Source: an optimization exercise on an open RTL-to-GDS flow (aim: small area, a short achievable clock period and few clock cycles). Production flows keep margins and buffers that such runs may drop. In this exercise RTL edits were held to simulation tests only and were not proved equivalent to the original. Power figures rest on the tool's default switching activity, not on a simulated workload.

==> flow/design.v (outline; a module is shown in full before it is edited, if it fits) <==
// module slv_mvblk: 2755 lines
module slv_mvblk (
    input  wire        clk,
    input  wire        rst,
    input  wire        in_valid,
    output wire        in_ready,
    input  wire [31:0] in_data,
    output reg         out_valid,
    input  wire        out_ready,
    output reg  [31:0] out_data,
    output reg         out_sat,
    output reg         out_last
);
  // ...
==> flow/flow/run.sh <==
#!/bin/bash
# Standard layout (the standard.sh, unchanged synthesis), with changes only
# to how it is optimised:
#  - ports are buffered with buf_4 instead of the default delay-type buffer;
#  - repair_timing (after CTS and after global routing) aims for extra setup
#    margin and may change cell footprints, so the resizer also speeds up
#    paths that already meet the 18 ns clock.
# The clock period, the SDC and every other setting are the standard flow's.
set -euo pipefail
bash standard.sh "BUFFER_PORTS_ARGS=-buffer_cell sky130_fd_sc_hd__buf_4" \
    SETUP_SLACK_MARGIN=13.2 MATCH_CELL_FOOTPRINT=0 finish > standard_flow.log 2>&1
==> flow/standard.sh <==
#!/bin/bash
# synth_recipe.tcl (not shown) runs the flow's synth.tcl, then flattens the netlist and writes it again
# the make line also repeats each setting of config.mk as NAME=value (left out here)
make -C /OpenROAD-flow-scripts/flow DESIGN_CONFIG=/design/flow/config.mk WORK_HOME=/design/flow/orfs CLKGATE_MAP_FILE= SYNTH_SCRIPT=/design/flow/synth_recipe.tcl "${@:-finish}"
==> flow/config.mk <==
export PLATFORM = sky130hd
export DESIGN_NAME = slv_mvblk
export DESIGN_NICKNAME = slv_mvblk
export VERILOG_FILES = /design/flow/design.v
export SDC_FILE = /design/flow/constraint.sdc
export NUM_CORES = 4
export LEC_CHECK = 0
export CAP_MARGIN = 20
export CORE_MARGIN = 2
export CORE_UTILIZATION = 60
export SLEW_MARGIN = 20
==> flow/constraint.sdc <==
create_clock -name core_clock -period 18.0 [get_ports {clk}]
set_input_delay 3.6000 -clock core_clock [delete_from_list [all_inputs] [get_ports {clk}]]
set_output_delay 3.6000 -clock core_clock [all_outputs]
set_load 0.01 [all_outputs]
==> reports/results.tsv, run 1 <==
stage	metric	value	unit
run_status	status	timing/DRC/antenna clean	
die	tap_cells	1298	
min_path	hold_path_end	xr[1][30]	
layout	largest_class	multi-input combinational cells	
detailed_routing	wl_met2	78300	um
synth	synth_xor_area_share	9.83	%
worst_setup_path	r2r_cells	12	
clock_tree	cts_buffers	103	
timing	slew_headroom	34.6	%
worst_setup_path	path_max_fanout	1	
timing	rsz0062_at_grt	true	
timing	finalHoldViolCount	0	
power_and_ir_drop	seq_power_share	25.7	%
synth	synth_common_cells	dfxtp_1 (911), inv_1 (604), fa_1 (557), a22oi_1 (500), xor2_1 (427)	
worst_setup_path	end_kind	output port	
worst_setup_path	crit_end	out_data[17]	
place	io_buffers	71	
grt	grt_remaining_overflow	0	
clock_tree	cts_hold_buf	0	
layout	fillers	8026	
layout	stdcell_area	66100	um2
timing	finalHoldWorstSlack	310	ps
die	io_pins	72	
job	maxCapViolCount	0	
synth	synth-seq-cells	1039	
Testbench counts, summed over its fixed seeds: cycles 52,498.
==> run 2: changes to the inputs <==
--- a/flow/design.v
+++ b/flow/design.v
@@ -27,23 +27,21 @@
     reg        slow;             
     reg  [8:0] thi, ohi;         
     reg  [7:0] tlo;              
     reg  [5:0] kh;               
     reg  [6:0] shl;              
     reg        h_busy;
     reg  [5:0] hcnt;
     reg        acc_full;
-    reg        ov_i;             
-    wire       xfer  = h_busy && (hcnt == 6'd0) && !ov_i;
-    wire       hload = acc_full && (!h_busy || xfer);
+    wire       taken = out_valid && out_ready;
+    wire       hload = acc_full && !h_busy;
     wire [1:0] nrow_h = nrow - {1'b0, hload};
     wire       row_ok = (nrow == 2'd0) ||
-                        (nrow == 2'd1 && (hload || !h_busy ||
-                                          (!ov_i && hcnt <= 6'd4)));
+                        (nrow == 2'd1 && (hload || !h_busy || taken));
     wire [3:0] dlt_nt = dlt - 4'd1;
     wire [3:0] dlt_t  = is_x0 ? 4'd0 : dlt;
     wire [4:0] cd_nt  = (cd == 5'd0) ? 5'd0 : cd - 5'd1;
     wire [4:0] cd_t   = (is_a && slow) ? 5'd18 : cd_nt;
     function ok_word;
         input [8:0] w;
         input [3:0] dn;
         input [4:0] cn;
@@ -2707,17 +2705,17 @@
     reg [37:0] hv;
     reg        hr, hst, hsat, hlast;
     wire       a_ovf = (accc[81:68] != {14{accc[81]}});
     always @(posedge clk) begin
         if (rst) begin
             h_busy <= 1'b0;
         end else if (hload) begin
             h_busy <= 1'b1;
-        end else if (xfer) begin
+        end else if (taken) begin
             h_busy <= 1'b0;
         end
         if (hload) begin
             hv    <= a_ovf ? {accc[81], {37{~accc[81]}}} : accc[68:31];
             hr    <= accc[30];
             hst   <= (accc[29:0] != 30'd0);
             hcnt  <= kh_row;
             hsat  <= rsat | a_hi | a_lo;
@@ -2731,25 +2729,17 @@
     end
     wire        hinc  = hr && (!hv[37] || hst);
     wire [38:0] hsum  = {hv[37], hv} + {38'd0, hinc};
     wire        y_pos = !hsum[38] && (hsum[37:31] != 7'd0);
     wire        y_neg = hsum[38] && !((hsum[37:31] == 7'h7F) && (hsum[30:0] != 31'd0));
     always @(posedge clk) begin
         if (rst)
             out_valid <= 1'b0;
-        else if (xfer)
-            out_valid <= 1'b1;
-        else if (out_ready)
+        else if (taken)
             out_valid <= 1'b0;
-        if (rst)
-            ov_i <= 1'b0;
-        else if (xfer)
-            ov_i <= 1'b1;
-        else if (out_ready)
-            ov_i <= 1'b0;
-        if (xfer) begin
-            out_data <= y_pos ? 32'h7FFF_FFFF : (y_neg ? 32'h8000_0001 : hsum[31:0]);
-            out_sat  <= hsat | y_pos | y_neg;
-            out_last <= hlast;
-        end
+        else if (h_busy && hcnt == 6'd0)
+            out_valid <= 1'b1;
+        out_data <= y_pos ? 32'h7FFF_FFFF : (y_neg ? 32'h8000_0001 : hsum[31:0]);
+        out_sat  <= hsat | y_pos | y_neg;
+        out_last <= hlast;
     end
 endmodule
==> run 2 against run 1 <==
Compared with the run above: hold slack lost 6.3 ps; sequential share of layout area shrank 0.17 points; maximum frequency grew 1.2%; via count shrank 1.7%; clock skew grew 2.6 ps; register-to-register slack lost 20 ps; non-clock buffer count shrank 12.
==> reports/results.tsv, run 2 <==
stage	metric	value	unit	change
power_and_ir_drop	p_sw_share	44.1	%	
timing	fmax	209	MHz	
clock_tree	cts_tree	built		
worst_setup_path	r2r_setup_slack	13250	ps	
detailed_routing	antenna_left	0		
worst_setup_path	crit_required	14400	ps	
min_path	min-delay-start	xr[10][29]		
synth	async_flop_share	0	%	
worst_setup_path	r2r_cells	18		+6
die	core_area	99700	um2	
worst_setup_path	r2r_end	acc[81]		
clock_tree	cts-root-buf	clkbuf_16		
detailed_routing	wl_per_cell	24.5	um	
place	io_buffers	71		unchanged
run_status	status	timing/DRC/antenna clean		
timing	fin_crit_sh	26.6	%	
clock_tree	cts_buffer_depth	3		
die	die_height	320	um	
worst_setup_path	path_max_fanout	2		+1
worst_setup_path	cpPeakStageDelay	360	ps	
min_path	hold_depth	0		
layout	reg_top3	xr x511, acc x82, pr x81		
grt	grt_pass1_wl	270000	um	
place	hpwl	113000	um	
layout	final-seq-area	21800	um2	
layout	final_common_cell	dfxtp_1		
layout	largest_reg_flops	511		
clock_tree	cts_buffers	102		-0.97%
worst_setup_path	critPathTopFamily	flip-flops		
worst_setup_path	cp_cell_sequence	buf_6		
synth	syn-num-nets	6760		
worst_setup_path	end_kind	output port		
synth	syn-cell-area	60100	um2	
detailed_routing	num_vias	43500		
detailed_routing	vias_per_cell	6.08		
synth	yosysSeqAreaShare	36.2	%	
clock_tree	clock_sinks	1039		
grt	grt_remaining_overflow	0		unchanged
worst_setup_path	start_kind	flop		
grt	first_global_vias	44700		
clock_tree	htree_levels	3		
min_path	min_path_type	flop to flop		
timing	drv_slew	0		
power_and_ir_drop	pwr-share-clk	16.2	%	
synth	synth_ff_type	dfxtp_1		
place	gp_congestion	0.913		
power_and_ir_drop	power.density	209	nW/um2	
power_and_ir_drop	switching_power	6.03	mW	
synth	synth.avg_cell_area	10.1	um2	
timing	setup_violations	0		
timing	tns	0	ps	
worst_setup_path	critPathBufInv	1		
die	start_util	60.3	%	
clock_tree	cts_hold_buf	0		unchanged
layout	stdcell_area	65400	um2	-1.0%
die	io_pins	72		unchanged
synth	synth_top_area_share	31.5	%	
clock_tree	clkLatencyLatePin	740	ps	
layout	regMostFlops	xr		
synth	yosysMostFrequentCell	dfxtp_1		
power_and_ir_drop	power.static_leakage	27.7	nW	
timing	finalHoldViolCount	0		unchanged
layout	fillers	8082		+0.70%
layout	nets	6580		
timing	rsz0062_at_grt	true		
synth	synth-edff-count	94		
layout	layout_common_cells	dfxtp_1 (903), inv_1 (602), fa_1 (557), a22oi_1 (499), xor2_1 (432)		
layout	multi_input_area	34500	um2	
power_and_ir_drop	ir_worst_vdd	0.000291	V	
timing	tightest_slew	1020	ps	
detailed_routing	drc	0		
place	place_area	61300	um2	
grt	grt_antenna_before_repair	4		
layout	areaGrowthSynthToFinish	8.85	%	
layout	drive_above_1_share	8.99	%	
timing	slew_headroom	31.9	%	-2.7 points
synth	synthTopCellsByArea	dfxtp_1 (31%), fa_1 (19%), xor2_1 (6.3%), a22oi_1 (6.2%), edfxtp_1 (4.7%)		
worst_setup_path	crit_slowest_cell	dfxtp_4		
timing	skew	38.5	ps	
synth	synth_common_cells	dfxtp_1 (945), inv_1 (603), fa_1 (557), a22oi_1 (499), xor2_1 (433)		
min_path	hold_path_end	xr[9][29]		
worst_setup_path	reg2reg_from	pfirst		
die	dieArea	103000	um2	
job	maxCapViolCount	0		unchanged
detailed_routing	drt-initial-drc-count	4105		
power_and_ir_drop	p_int	7.64	mW	
die	rows	116		
worst_setup_path	arrival	1190	ps	
die	die_x	320	um	
synth	synthCells	5943		
synth	synth-seq-cells	1039		unchanged
synth	yosysTopAreaCell	dfxtp_1		
synth	ys_types	89		
power_and_ir_drop	seq_power_share	25.5	%	-0.2 points
worst_setup_path	crit_type	flop to output port		
power_and_ir_drop	power_frac_comb	58.3	%	
grt	grt_use_total	34.5	%	
grt	grt_max_degree	95		
synth	yosys_warnings	2		
timing	period_minus_slack	4790	ps	
detailed_routing	routed_wl	175000	um	
clock_tree	clk_pin_slew	60	ps	
detailed_routing	dr.pass1.iters	6		
run 2: layout make-up:
cell class	instances	share of cell area, %
inverter	607	3.48
clock buffer	135	4.50
sequential	1039	33.4
timing repair buffer	182	2.45
clock inverter	57	0.955
multi-input combinational	3831	52.8
antenna	2	0.00765
tap	1298	2.48
run 2: cell families (layout without fill, tap and decap cells):
group           after synthesis  after routing  synth area share (%)
flops                      1039           1039                  36.2
simple gates                964            964                  7.83
mux                          91             91                  1.64
buf+inv                    1073            981                  6.77
xor+xnor                    679            679                  9.91
compound gates             1316           1316                  14.4
fa+ha+maj                   781            781                  23.2
other cells                   0              2                     0
run 2: metal layers:
| layer | GRT usage (%) | part of all wire, % | vias to the layer above |
|---|---|---|---|
| li1 | - | - | 19500 |
| met2 | 54.3 | 45 | 2211 |
| met3 | 9.11 | 11 | 542 |
| met1 | 44.7 | 40 | 21300 |
| met5 | 0 | 0.022 | - |
| met4 | 15.8 | 4.8 | 6 |
run 2: power by group through the flow:
stage | logic [mW] | clock network (mW) | registers (mW)
after floorplan | 5.48 | 0 | 3.30
after global placement | 7.65 | 0 | 3.52
after detailed placement | 7.84 | 0 | 3.53
after CTS | 7.90 | 2.25 | 3.48
after global routing | 9.06 | 2.34 | 3.54
final | 7.97 | 2.21 | 3.49
run 2: worst max path at each step:
stage / to / slack, ps / start / cells past startpoint
6_report: out_valid / 13210 / out_valid / 1
4_1_cts: acc[81] / 13070 / pfirst / 18
5_1_grt: acc[81] / 13070 / pfirst / 18
3_3_place_gp: acc[81] / 12090 / pfirst / 18
3_5_place_dp: acc[81] / 12100 / pfirst / 18
2_1_floorplan: nrow[1] / 13040 / in_valid / 10
run 2: what timing repair did:
item / in CTS / in global routing
pin swaps: 0 / 7
buffers inserted: 4 / 9
gates cloned: 1 / 1
endpoints found under the setup margin: 95 / 74
gates resized for setup: 30 / 66
run 2: through the flow:
step	setup slack (ps)	util [%]	power [mW]	hold WS (ps)	instances
4_1_cts	13070	65.2	13.6	301	7139
2_1_floorplan	13040	-	8.77	310	5943
3_3_place_gp	12090	61.5	11.2	309	6942
3_5_place_dp	12100	61.5	11.4	312	6942
5_1_grt	13070	65.6	14.9	297	7149
6_report	13210	65.6	13.7	303	7151
Testbench counts of run 2, summed over its fixed seeds: cycles 52,498.
==> run 3: changes to the inputs <==
--- a/flow/flow/run.sh
+++ b/flow/flow/run.sh
@@ -8,4 +8,4 @@
 # The clock period, the SDC and every other setting are the standard flow's.
 set -euo pipefail
 bash standard.sh "BUFFER_PORTS_ARGS=-buffer_cell sky130_fd_sc_hd__buf_4" \
-    SETUP_SLACK_MARGIN=13.2 MATCH_CELL_FOOTPRINT=0 finish > standard_flow.log 2>&1
+    SETUP_SLACK_MARGIN=13.3 MATCH_CELL_FOOTPRINT=0 finish > standard_flow.log 2>&1
--- a/flow/config.mk
+++ b/flow/config.mk
@@ -7,5 +7,5 @@
 export LEC_CHECK = 0
 export CAP_MARGIN = 20
 export CORE_MARGIN = 2
-export CORE_UTILIZATION = 60
+export CORE_UTILIZATION = 68
 export SLEW_MARGIN = 20
==> run 3 against run 2 <==
Compared with the run above: first-iteration DRC count up 22%; highest routed layer unchanged; design area up 0.52%; non-clock buffer count up 3; wire length down 0.53%; clock skew up 16 ps.
==> reports/results.tsv, run 3 <==
stage	metric	value	unit	change
run_status	status	timing/DRC/antenna clean		
layout	layout_common_cells	dfxtp_1 (866), inv_1 (602), fa_1 (557), a22oi_1 (496), xor2_1 (433)		
timing	slew_headroom	24.4	%	-7.5 points
die	io_pins	72		unchanged
power_and_ir_drop	p_sw_share	44.0	%	-0.13 points
die	die_height	301	um	-6.0%
die	dieArea	90800	um2	-12%
clock_tree	cts-root-buf	clkbuf_16		
timing	drv_slew	0		unchanged
job	maxCapViolCount	0		unchanged
worst_setup_path	r2r_cells	12		-6
min_path	hold_depth	0		unchanged
synth	yosys_warnings	2		unchanged
timing	fmax	209	MHz	about the same
layout	largest_reg_flops	511		unchanged
power_and_ir_drop	switching_power	6.04	mW	+0.10%
timing	tns	0	ps	unchanged
power_and_ir_drop	p_int	7.68	mW	+0.62%
detailed_routing	vias_per_cell	6.34		+4.3%
power_and_ir_drop	seq_power_share	25.6	%	about the same
worst_setup_path	crit_required	14400	ps	about the same
grt	groute.layer.met3.usage	10.5	%	+1.4 points
power_and_ir_drop	finalPower	13.7	mW	+0.39%
synth	yosysTopAreaCell	dfxtp_1		
synth	yosysMostFrequentCell	dfxtp_1		
min_path	min_path_type	flop to flop		
worst_setup_path	arrival	1200	ps	about the same
detailed_routing	antenna_left	0		unchanged
power_and_ir_drop	ir_worst_vdd	0.000220	V	-24%
timing	finalHoldViolCount	0		unchanged
worst_setup_path	crit_slowest_cell	dfxtp_4		
layout	areaGrowthSynthToFinish	9.41	%	
synth	synthTopCellsByArea	dfxtp_1 (31%), fa_1 (19%), xor2_1 (6.3%), a22oi_1 (6.2%), edfxtp_1 (4.7%)		
layout	regMostFlops	xr		
synth	syn-cell-area	60100	um2	unchanged
layout	reg_top3	xr x511, acc x82, pr x81		
clock_tree	cts_hold_buf	0		unchanged
grt	grt_use_met1	48.3	%	+3.6 points
die	start_util	68.3	%	+8.0 points
timing	tightest_slew	1130	ps	+112 ps
place	hpwl	111000	um	-1.4%
layout	num_antenna_cells	0		-2
worst_setup_path	start_kind	flop		
grt	top_usage_layer	met2		
grt	grt_antenna_before_repair	2		-2
clock_tree	clkLatencyLatePin	740	ps	about the same
worst_setup_path	crit_cells	1		unchanged
detailed_routing	drt-initial-drc-count	4991		+22%
detailed_routing	dr.pass1.iters	8		+2
place	io_buffers	71		unchanged
layout	drive_above_1_share	9.63	%	+0.64 points
clock_tree	cts_buffers	100		-2.0%
worst_setup_path	cpPeakStageDelay	350	ps	about the same
place	gp_congestion	0.928		+1.6%
grt	grt_remaining_overflow	0		unchanged
die	rows	109		-6.0%
detailed_routing	drc	0		unchanged
synth	synthCells	5943		unchanged
clock_tree	cts_tree	built		
die	core_area	88000	um2	-12%
worst_setup_path	path_max_fanout	2		unchanged
detailed_routing	routed_wl	175000	um	-0.53%
grt	grt_util_met2	61.0	%	+6.7 points
clock_tree	clk_pin_slew	60	ps	about the same
synth	synth_top_area_share	31.5	%	unchanged
worst_setup_path	cp_cell_sequence	buf_6		
grt	first_global_vias	45400		+1.5%
power_and_ir_drop	power_frac_comb	58.0	%	-0.3 points
synth	ys_types	89		unchanged
timing	setup_violations	0		unchanged
timing	period_minus_slack	4800	ps	+0.100 ps
timing	fin_crit_sh	26.6	%	about the same
detailed_routing	wl_per_cell	24.9	um	+1.4%
power_and_ir_drop	pwr-share-clk	16.4	%	+0.2 points
synth	syn-num-nets	6760		unchanged
grt	grt_max_degree	93		-2.1%
synth	synth-seq-cells	1039		unchanged
timing	rsz0062_at_grt	true		
worst_setup_path	critPathBufInv	1		unchanged
clock_tree	cts_buffer_depth	3		unchanged
worst_setup_path	end_kind	output port		
synth	synth_ff_type	dfxtp_1		
synth	yosysSeqAreaShare	36.2	%	unchanged
synth	synth-edff-count	94		unchanged
grt	grt_use_total	38.5	%	+4.0 points
detailed_routing	num_vias	44500		+2.3%
clock_tree	clock_sinks	1039		unchanged
layout	final_common_cell	dfxtp_1		
layout	nets	6581		+0.015%
timing	worst_slack	13210	ps	-0.100 ps
power_and_ir_drop	power.static_leakage	27.9	nW	+0.64%
grt	grt_pass1_wl	267000	um	-1.1%
worst_setup_path	crit_type	flop to output port		
synth	synth.avg_cell_area	10.1	um2	unchanged
timing	skew	54.9	ps	+16.4 ps
synth	synth_common_cells	dfxtp_1 (945), inv_1 (603), fa_1 (557), a22oi_1 (499), xor2_1 (433)		
clock_tree	htree_levels	3		unchanged
power_and_ir_drop	power.density	209	nW/um2	-0.13%
worst_setup_path	critPathTopFamily	flip-flops		
place	dpl_worst_slack	12110	ps	+16.6 ps
synth	async_flop_share	0	%	unchanged
die	die_x	301	um	-6.0%
[run 3: cell counts after synthesis]
Identical to the previous run, type by type.
[run 3: final timing paths]
check                 start        end  slack (ps)
setup / recovery  out_valid  out_valid       13210
hold / removal    xr[7][28]  xr[6][28]         290
setup reg to reg     tlo[6]     rs[37]       13350
hold reg to reg   xr[7][28]  xr[6][28]         290
[run 3: timing repair]
item	4_1_cts	5_1_grt
gates cloned	1	2
endpoints found under the setup margin	147	110
resized for setup	108	127
setup buffers	5	13
pin swaps	1	13
hold endpoints to repair	0	0
[run 3: power by group through the flow]
stage	sequential [mW]	clock (mW)	combinational (mW)
after floorplan	3.30	0	5.48
after global placement	3.53	0	7.46
after detailed placement	3.54	0	7.72
after CTS	3.50	2.28	7.79
after global routing	3.55	2.37	8.97
final	3.51	2.25	7.96
[run 3: area by class of cell]
class                      count  area, um2
fill                        6153      22200
clock buffer                 142       2920
multi-input combinational   3831      34500
sequential                  1039      21900
inverter                     607       2280
timing repair buffer         185       1990
tap                         1165       1460
clock inverter                44        687
[run 3: metal layers]
layer  vias to the layer above  part of all wire, %
met2                      2636                   45
li1                      19500                    -
met4                         4                  5.7
met5                         -                0.015
met1                     21600                   38
met3                       725                   11
[run 3: kinds of logic after synthesis]
| kind of cell | Yosys count | share of synthesized area, % |
|---|---|---|
| XOR/XNOR | 679 | 9.91 |
| buffers and inverters | 1073 | 6.77 |
| multiplexers | 91 | 1.64 |
| flip-flops | 1039 | 36.2 |
| AO/OA/AOI/OAI | 1316 | 14.4 |
| AND/OR/NAND/NOR | 964 | 7.83 |
| adder cells (fa/ha/maj) | 781 | 23.2 |
[run 3: per-stage QoR]
| stage | std cells | hold WS, ps | area [um2] | utilization, % |
|---|---|---|---|---|
| 2_1_floorplan | 5943 | 310 | 60100 | - |
| 3_3_place_gp | 6806 | 309 | 61100 | 69.5 |
| 3_5_place_dp | 6806 | 312 | 61100 | 69.5 |
| 4_1_cts | 6998 | 296 | 65100 | 74.0 |
| 5_1_grt | 7013 | 299 | 65700 | 74.7 |
| 6_report | 7013 | 293 | 65700 | 74.7 |
[run 3: worst reg2reg max path, delay by kind of cell, from the launching register on]
| kind | cells | cell delay (ps) |
|---|---|---|
| AO/OA/AOI/OAI | 1 | 360 |
| AND/OR/NAND/NOR | 2 | 780 |
| flip-flops | 1 | 350 |
| adder cells (fa/ha/maj) | 5 | 2600 |
| buffers and inverters | 4 | 410 |
==> run 4: changes to the inputs <==
--- a/flow/config.mk
+++ b/flow/config.mk
@@ -7,5 +7,5 @@
 export LEC_CHECK = 0
 export CAP_MARGIN = 20
 export CORE_MARGIN = 2
-export CORE_UTILIZATION = 68
+export CORE_UTILIZATION = 76
 export SLEW_MARGIN = 20
==> run 4 against run 3 <==
Compared with the run above: still clean; synthesized cell count unchanged; design area is 0.89% lower; total power grew 0.51%; synthesized area stayed put; via count grew 4.1%; largest cell class unchanged.
==> reports/results.tsv, run 4 <==
stage	metric	value	unit	change
timing	skew	48.1	ps	-6.84 ps
grt	grt_max_degree	98		+5.4%
power_and_ir_drop	power.static_leakage	27.7	nW	-0.66%
die	die_x	285	um	-5.3%
die	rows	103		-5.5%
worst_setup_path	r2r_end	rs[38]		
synth	synth_top_area_share	31.5	%	unchanged
layout	layout_common_cells	dfxtp_1 (874), inv_1 (602), fa_1 (556), a22oi_1 (499), xor2_1 (433)		
layout	nets	6577		-0.061%
job	maxCapViolCount	0		unchanged
synth	yosys_warnings	2		unchanged
clock_tree	clock_sinks	1039		unchanged
min_path	min_path_type	flop to flop		
die	dieArea	81300	um2	-10%
detailed_routing	vias_per_cell	6.72		+5.9%
layout	stdcell_area	65200	um2	-0.89%
synth	yosysMostFrequentCell	dfxtp_1		
synth	synth_common_cells	dfxtp_1 (945), inv_1 (603), fa_1 (557), a22oi_1 (499), xor2_1 (433)		
grt	grt_pass1_wl	273000	um	+2.3%
place	place_area	61000	um2	-0.24%
clock_tree	cts_buffer_depth	3		unchanged
synth	yosysSeqAreaShare	36.2	%	unchanged
timing	drv_slew	0		unchanged
layout	largest_reg_flops	511		unchanged
layout	drive_above_1_share	9.34	%	-0.28 points
grt	top_usage_layer	met2		
layout	reg_top3	xr x511, acc x82, pr x81		
synth	async_flop_share	0	%	unchanged
worst_setup_path	end_kind	flop		
detailed_routing	drc	0		unchanged
clock_tree	clkLatencyLatePin	720	ps	-20 ps
detailed_routing	num_vias	46300		+4.1%
grt	groute.layer.met3.usage	14.0	%	+3.5 points
grt	grt_use_met1	53.2	%	+4.9 points
place	gp_congestion	0.946		+2.0%
grt	first_global_vias	47500		+4.7%
timing	setup_violations	0		unchanged
timing	tightest_slew	1050	ps	-81.9 ps
die	die_height	285	um	-5.3%
timing	rsz0062_at_grt	true		
worst_setup_path	arrival	5380	ps	+4180 ps
detailed_routing	drt-initial-drc-count	6215		+25%
die	io_pins	72		unchanged
clock_tree	cts_tree	built		
grt	grt_util_met2	67.7	%	+6.7 points
clock_tree	htree_levels	3		unchanged
clock_tree	clk_pin_slew	70	ps	about the same
timing	period_minus_slack	4800	ps	+6.90 ps
timing	worst_slack	13200	ps	-6.90 ps
detailed_routing	antenna_left	0		unchanged
timing	fmax	208	MHz	-0.14%
timing	finalHoldViolCount	0		unchanged
synth	synth_ff_type	dfxtp_1		
worst_setup_path	reg2reg_from	ebo[7]		
clock_tree	cts_buffers	99		-1.0%
die	start_util	76.4	%	+8.1 points
synth	syn-num-nets	6760		unchanged
synth	ys_types	89		unchanged
worst_setup_path	path_max_fanout	33		+31
layout	areaGrowthSynthToFinish	8.44	%	
synth	synthTopCellsByArea	dfxtp_1 (31%), fa_1 (19%), xor2_1 (6.3%), a22oi_1 (6.2%), edfxtp_1 (4.7%)		
clock_tree	cts-root-buf	clkbuf_16		
synth	synth-seq-cells	1039		unchanged
grt	grt_remaining_overflow	0		unchanged
grt	grt_use_total	43.5	%	+5.0 points
detailed_routing	wl_per_cell	26.4	um	+6.1%
place	hpwl	111000	um	about the same
place	dpl_worst_slack	12720	ps	+609 ps
worst_setup_path	cp-startpoint	ebo[7]		
worst_setup_path	crit_end	rs[38]		
synth	synth-edff-count	94		unchanged
timing	slew_headroom	29.5	%	+5.1 points
layout	regMostFlops	xr		
timing	tns	0	ps	unchanged
detailed_routing	routed_wl	182000	um	+4.3%
synth	synthCells	5943		unchanged
worst_setup_path	crit_required	18580	ps	+4180 ps
grt	grt_antenna_before_repair	4		+2
power_and_ir_drop	ir_worst_vdd	0.000265	V	+20%
power_and_ir_drop	power.density	212	nW/um2	+1.4%
detailed_routing	dr.pass1.iters	12		+4
place	io_buffers	71		unchanged
worst_setup_path	r2r_cells	11		-1
layout	fillers	4481		-27%
synth	yosysTopAreaCell	dfxtp_1		
layout	final_common_cell	dfxtp_1		
timing	fin_crit_sh	26.7	%	+0.038 points
synth	synth.avg_cell_area	10.1	um2	unchanged
die	core_area	78600	um2	-11%
worst_setup_path	r2r_setup_slack	13200	ps	-150 ps
worst_setup_path	crit_type	flop to flop		
run_status	status	timing/DRC/antenna clean		
worst_setup_path	start_kind	flop		
synth	syn-cell-area	60100	um2	unchanged
## run 4: per-layer routing
metal  up-vias  share of wire, %
li1      19500                 -
met1     22000                35
met2      3592                45
met3      1198                13
met4         8               7.3
met5         -             0.073
## run 4: layout make-up
type | instances | area [um2] | area share, %
repair buffers | 182 | 1850 | 2.84
well taps | 1050 | 1310 | 2.02
clock inverters | 46 | 534 | 0.820
inverters | 607 | 2280 | 3.50
flip-flops and latches | 1039 | 21900 | 33.6
clock buffers | 138 | 2820 | 4.32
multi-input cells | 3831 | 34500 | 52.9
diodes | 2 | 5.00 | 0.00768
## run 4: repair_timing
action | in CTS | in global routing
setup buffers | 2 | 14
gates resized for setup | 103 | 119
pin swaps | 1 | 10
cloned | 0 | 1
endpoints found under the setup margin | 118 | 137
hold buffers | 0 | 0
## run 4: cell families (layout without fill, tap and decap cells)
kind of cell	count (synthesis)	in the layout	synth area share (%)
AO/OA/AOI/OAI	1316	1316	14.4
flip-flops	1039	1039	36.2
AND/OR/NAND/NOR	964	964	7.83
adder cells (fa/ha/maj)	781	781	23.2
XOR/XNOR	679	679	9.91
other	0	2	0
multiplexers	91	91	1.64
buffers and inverters	1073	973	6.77
## run 4: per-stage QoR
stage / util [%] / power [mW] / hold slack, ps / instances
after CTS: 82.2 / 13.4 / 298 / 6878
after global routing: 82.9 / 14.8 / 298 / 6893
final: 82.9 / 13.8 / 310 / 6895
after floorplan: - / 8.77 / 310 / 5943
after global placement: 77.5 / 10.7 / 310 / 6692
after detailed placement: 77.5 / 11.2 / 312 / 6692
## run 4: worst min path at each step
stage | start | endpoint | slack, ps | depth (start not counted)
after global placement | xr[2][23] | xr[1][23] | 310 | 0
after CTS | xr[11][2] | xr[10][2] | 300 | 0
after detailed placement | xr[13][6] | xr[12][6] | 310 | 0
after floorplan | xr[11][0] | xr[10][0] | 310 | 0
final | xr[3][2] | xr[2][2] | 310 | 0
after global routing | xr[3][2] | xr[2][2] | 300 | 0
## run 4: report_power, final
group / internal (mW) / switching, mW / total, mW
logic: 3.36 / 4.73 / 8.10
clock network: 1.19 / 0.994 / 2.18
registers: 3.04 / 0.475 / 3.52
total: 7.59 / 6.20 / 13.8
## run 4: worst max-delay path, stage by stage, from the launching register on
cell and delay (ps):
dfxtp_4 740, a22oi_1 290, xor2_1 360, fa_1 520
fa_1 520, inv_1 60, fa_1 530, inv_1 60
fa_1 530, inv_1 50, fa_1 500, fa_1 490
==> run 5: changes to the inputs <==
==> flow/config.mk (replaced) <==
export PLATFORM = sky130hd
export DESIGN_NAME = slv_mvblk
export DESIGN_NICKNAME = slv_mvblk
export VERILOG_FILES = /design/flow/design.v
export SDC_FILE = /design/flow/constraint.sdc
export NUM_CORES = 4
export LEC_CHECK = 0
export CAP_MARGIN = 10
export CORE_MARGIN = 2
export CORE_UTILIZATION = 68
export CTS_BUF_LIST = sky130_fd_sc_hd__clkbuf_8 sky130_fd_sc_hd__clkbuf_16
export SLEW_MARGIN = 10
==> run 5 against run 4 <==
Compared with the run above: critical path depth fell by 10; sequential cell count did not move; sequential share of layout area fell by 0.32 points; wire length fell by 3.7%; register-to-register slack improved by 100 ps; maximum frequency rose by 0.48%; critical path type is now flop to output port; critical endpoint is now out_valid; largest power group unchanged.
==> reports/results.tsv, run 5 <==
stage	metric	value	unit	change
timing	slew_headroom	23.4	%	-6.0 points
layout	largest_reg_flops	511		unchanged
worst_setup_path	crit_type	flop to output port		
place	place_inst	6806		+1.7%
clock_tree	cts_tree	built		
die	die_x	301	um	+5.6%
run_status	status	timing/DRC/antenna clean		
die	core_area	88000	um2	+12%
timing	fin_crit_sh	26.6	%	-0.13 points
layout	final_common_cell	dfxtp_1		
layout	reg_top3	xr x511, acc x82, pr x81		
clock_tree	cts-root-buf	clkbuf_16		
die	die_height	301	um	+5.6%
worst_setup_path	path_max_fanout	2		-94%
detailed_routing	wl_met1	65500	um	+3.3%
clock_tree	clock_sinks	1039		unchanged
detailed_routing	top_layer	met5		
clock_tree	cts_buffers	101		+2.0%
timing	period_minus_slack	4780	ps	-22.7 ps
place	gp_congestion	0.928		-1.9%
grt	grt_remaining_overflow	0		unchanged
worst_setup_path	arrival	1180	ps	-4200 ps
timing	tightest_slew	1150	ps	+96.3 ps
place	hpwl	111000	um	about the same
synth	synth_common_cells	dfxtp_1 (945), inv_1 (603), fa_1 (557), a22oi_1 (499), xor2_1 (433)		
synth	synthCells	5943		unchanged
die	rows	109		+5.8%
worst_setup_path	cpPeakStageDelay	350	ps	-390 ps
detailed_routing	wl_per_cell	25.0	um	-5.4%
clock_tree	clkLatencyLatePin	730	ps	about the same
timing	drv_slew	0		unchanged
timing	rsz0062_at_grt	true		
power_and_ir_drop	p_sw_share	44.1	%	-0.86 points
detailed_routing	wl_met2	78800	um	-3.1%
worst_setup_path	cp_cell_sequence	buf_6		
synth	yosysSeqAreaShare	36.2	%	unchanged
worst_setup_path	critPathTopFamily	flip-flops		
synth	syn-num-nets	6760		unchanged
grt	grt_pass1_wl	267000	um	-2.0%
layout	layout_common_cells	dfxtp_1 (865), inv_1 (618), fa_1 (556), a22oi_1 (497), xor2_1 (432)		
timing	setup_violations	0		unchanged
clock_tree	cts_buffer_depth	3		unchanged
clock_tree	clk_pin_slew	60	ps	about the same
layout	drive_above_1_share	9.82	%	+0.47 points
clock_tree	htree_levels	3		unchanged
synth	synth_top_area_share	31.5	%	unchanged
die	io_pins	72		unchanged
synth	yosysTopAreaCell	dfxtp_1		
grt	grt_use_total	38.5	%	-5.0 points
grt	first_global_vias	45400		-4.4%
power_and_ir_drop	p_int	7.66	mW	+0.92%
detailed_routing	met3_length	19900	um	-16%
min_path	min_path_type	flop to flop		
timing	skew	53.7	ps	+5.62 ps
job	maxCapViolCount	0		unchanged
synth	yosysMostFrequentCell	dfxtp_1		
worst_setup_path	end_kind	output port		
worst_setup_path	crit_required	14400	ps	-4180 ps
power_and_ir_drop	switching_power	6.05	mW	-2.5%
synth	synthTopCellsByArea	dfxtp_1 (31%), fa_1 (19%), xor2_1 (6.3%), a22oi_1 (6.2%), edfxtp_1 (4.7%)		
layout	regMostFlops	xr		
power_and_ir_drop	power.static_leakage	28.0	nW	+1.0%
detailed_routing	drt-initial-drc-count	5195		-16%
power_and_ir_drop	power_frac_comb	58.1	%	-0.6 points
detailed_routing	dr.pass1.iters	8		-4
grt	grt_max_degree	93		-5.1%
synth	yosys_warnings	2		unchanged
synth	synth-edff-count	94		unchanged
layout	nets	6587		+0.15%
power_and_ir_drop	power.density	208	nW/um2	-1.7%
clock_tree	cts_hold_buf	0		unchanged
synth	synth_ff_type	dfxtp_1		
timing	fmax	209	MHz	+0.48%
power_and_ir_drop	seq_power_share	25.6	%	about the same
worst_setup_path	critPathBufInv	1		-2
detailed_routing	num_vias	44900		-3.1%
synth	synth-seq-cells	1039		unchanged
place	dpl_worst_slack	12130	ps	-593 ps
synth	async_flop_share	0	%	unchanged
layout	areaGrowthSynthToFinish	9.59	%	
detailed_routing	antenna_left	0		unchanged
synth	syn-cell-area	60100	um2	unchanged
synth	ys_types	89		unchanged
detailed_routing	routed_wl	175000	um	-3.7%
detailed_routing	vias_per_cell	6.39		-4.9%
grt	grt_antenna_before_repair	3		-1
die	dieArea	90800	um2	+12%
power_and_ir_drop	ir_worst_vdd	0.000210	V	-21%
power_and_ir_drop	pwr-share-clk	16.2	%	+0.4 points
layout	final_cell_count_no_fill	7024		+1.9%
timing	tns	0	ps	unchanged
worst_setup_path	crit_slowest_cell	dfxtp_2		
synth	synth.avg_cell_area	10.1	um2	unchanged
worst_setup_path	start_kind	flop		
timing	finalHoldViolCount	0		unchanged
timing	worst_slack	13220	ps	+22.7 ps
detailed_routing	drc	0		unchanged
die	start_util	68.3	%	-8.1 points
place	io_buffers	71		unchanged
[run 5: cell counts after synthesis]
No cell type changed its count.
[run 5: layout make-up]
type / count / area [um2]
antenna: 3 / 7.51
clock buffer: 124 / 2870
clock inverter: 65 / 734
fill: 6166 / 22100
inverter: 607 / 2280
multi-input combinational: 3831 / 34500
sequential: 1039 / 21900
tap: 1165 / 1460
timing repair buffer: 190 / 2080
[run 5: power groups by stage]
stage | registers [mW] | clock network [mW] | logic [mW]
floorplan | 3.30 | 0 | 5.48
global placement | 3.53 | 0 | 7.46
detailed placement | 3.54 | 0 | 7.73
CTS | 3.50 | 2.26 | 7.79
global route | 3.55 | 2.35 | 9.01
finish | 3.51 | 2.23 | 7.97
[run 5: kinds of logic (layout without fill, tap and decap cells)]
logic type	after synthesis	count (layout)	synth area share, %
buf+inv	1073	986	6.77
xor+xnor	679	679	9.91
flops	1039	1039	36.2
fa+ha+maj	781	781	23.2
mux	91	91	1.64
simple gates	964	964	7.83
other cells	0	3	0
compound gates	1316	1316	14.4
[run 5: metrics by stage]
stage	util [%]	power (mW)	area [um2]	hold WS [ps]
after global routing	74.8	14.9	65800	315
final	74.9	13.7	65800	315
after floorplan	-	8.77	60100	310
after CTS	74.0	13.5	65100	313
after detailed placement	69.5	11.3	61100	312
after global placement	69.5	11.0	61100	309
[run 5: what timing repair did]
| action | 4_1_cts | 5_1_grt |
|---|---|---|
| gates resized for setup | 110 | 130 |
| endpoints found under the setup margin | 153 | 111 |
| gates cloned | 1 | 4 |
| buffers inserted | 6 | 15 |
| pin swaps | 1 | 10 |
[run 5: routing by layer]
metal	up-vias	GRT usage (%)
met3	768	10.2
met2	2749	61.0
li1	19500	-
met5	-	0
met1	21800	48.4
met4	2	20.6
[run 5: worst paths after layout]
path,from,end,slack [ps],cells after the start
min reg2reg,xr[8][29],xr[7][29],320,0
max reg2reg,tlo[6],rs[37],13300,12
min,xr[8][29],xr[7][29],320,0
max,out_valid,out_valid,13220,1

## afterwards: timing with drivers on the ports
Ports are ideal in the flow. The routed layouts listed here were re-timed in OpenROAD.
Step 1 (the two cells are an assumption about what drives the block):
set clk [get_ports {clk}]
set_driving_cell -lib_cell sky130_fd_sc_hd__clkbuf_16 $clk
set_driving_cell -lib_cell sky130_fd_sc_hd__buf_2 [delete_from_list [all_inputs] $clk]
Step 2 moves the port delays by t, midway between the first and last clock arrival at a register: inputs arrive t later, outputs are due t later. That takes back most of the time a late clock gives input paths.
a / b / c = no drivers / after step 1 / after step 2; a / b = the first two.
| run | shift t [ns] | setup slack, ns | worst hold slack (ns) | worst setup path after step 2 | slew at the worst register clock pin (ns) |
|---|---|---|---|---|---|
| run 1 | 0.760 | 13.145 / 13.071 / 12.980 | 0.310 / 0.310 / 0.310 | input to register | 0.07 / 0.07 |
| run 2 | 0.794 | 13.205 / 13.126 / 12.926 | 0.303 / 0.303 / 0.303 | input to register | 0.07 / 0.07 |
| run 3 | 0.786 | 13.205 / 13.131 / 12.927 | 0.293 / 0.293 / 0.293 | input to register | 0.07 / 0.07 |
| run 4 | 0.766 | 13.198 / 13.163 / 12.920 | 0.310 / 0.310 / 0.310 | input to register | 0.08 / 0.08 |
| run 5 | 0.775 | 13.221 / 13.149 / 12.925 | 0.315 / 0.315 / 0.315 | input to register | 0.07 / 0.07 |
After both steps every run listed still meets setup and hold. For run 5, which loses most, drivers alone change the setup slack by -0.072 ns; drivers and shift together by -0.296 ns.
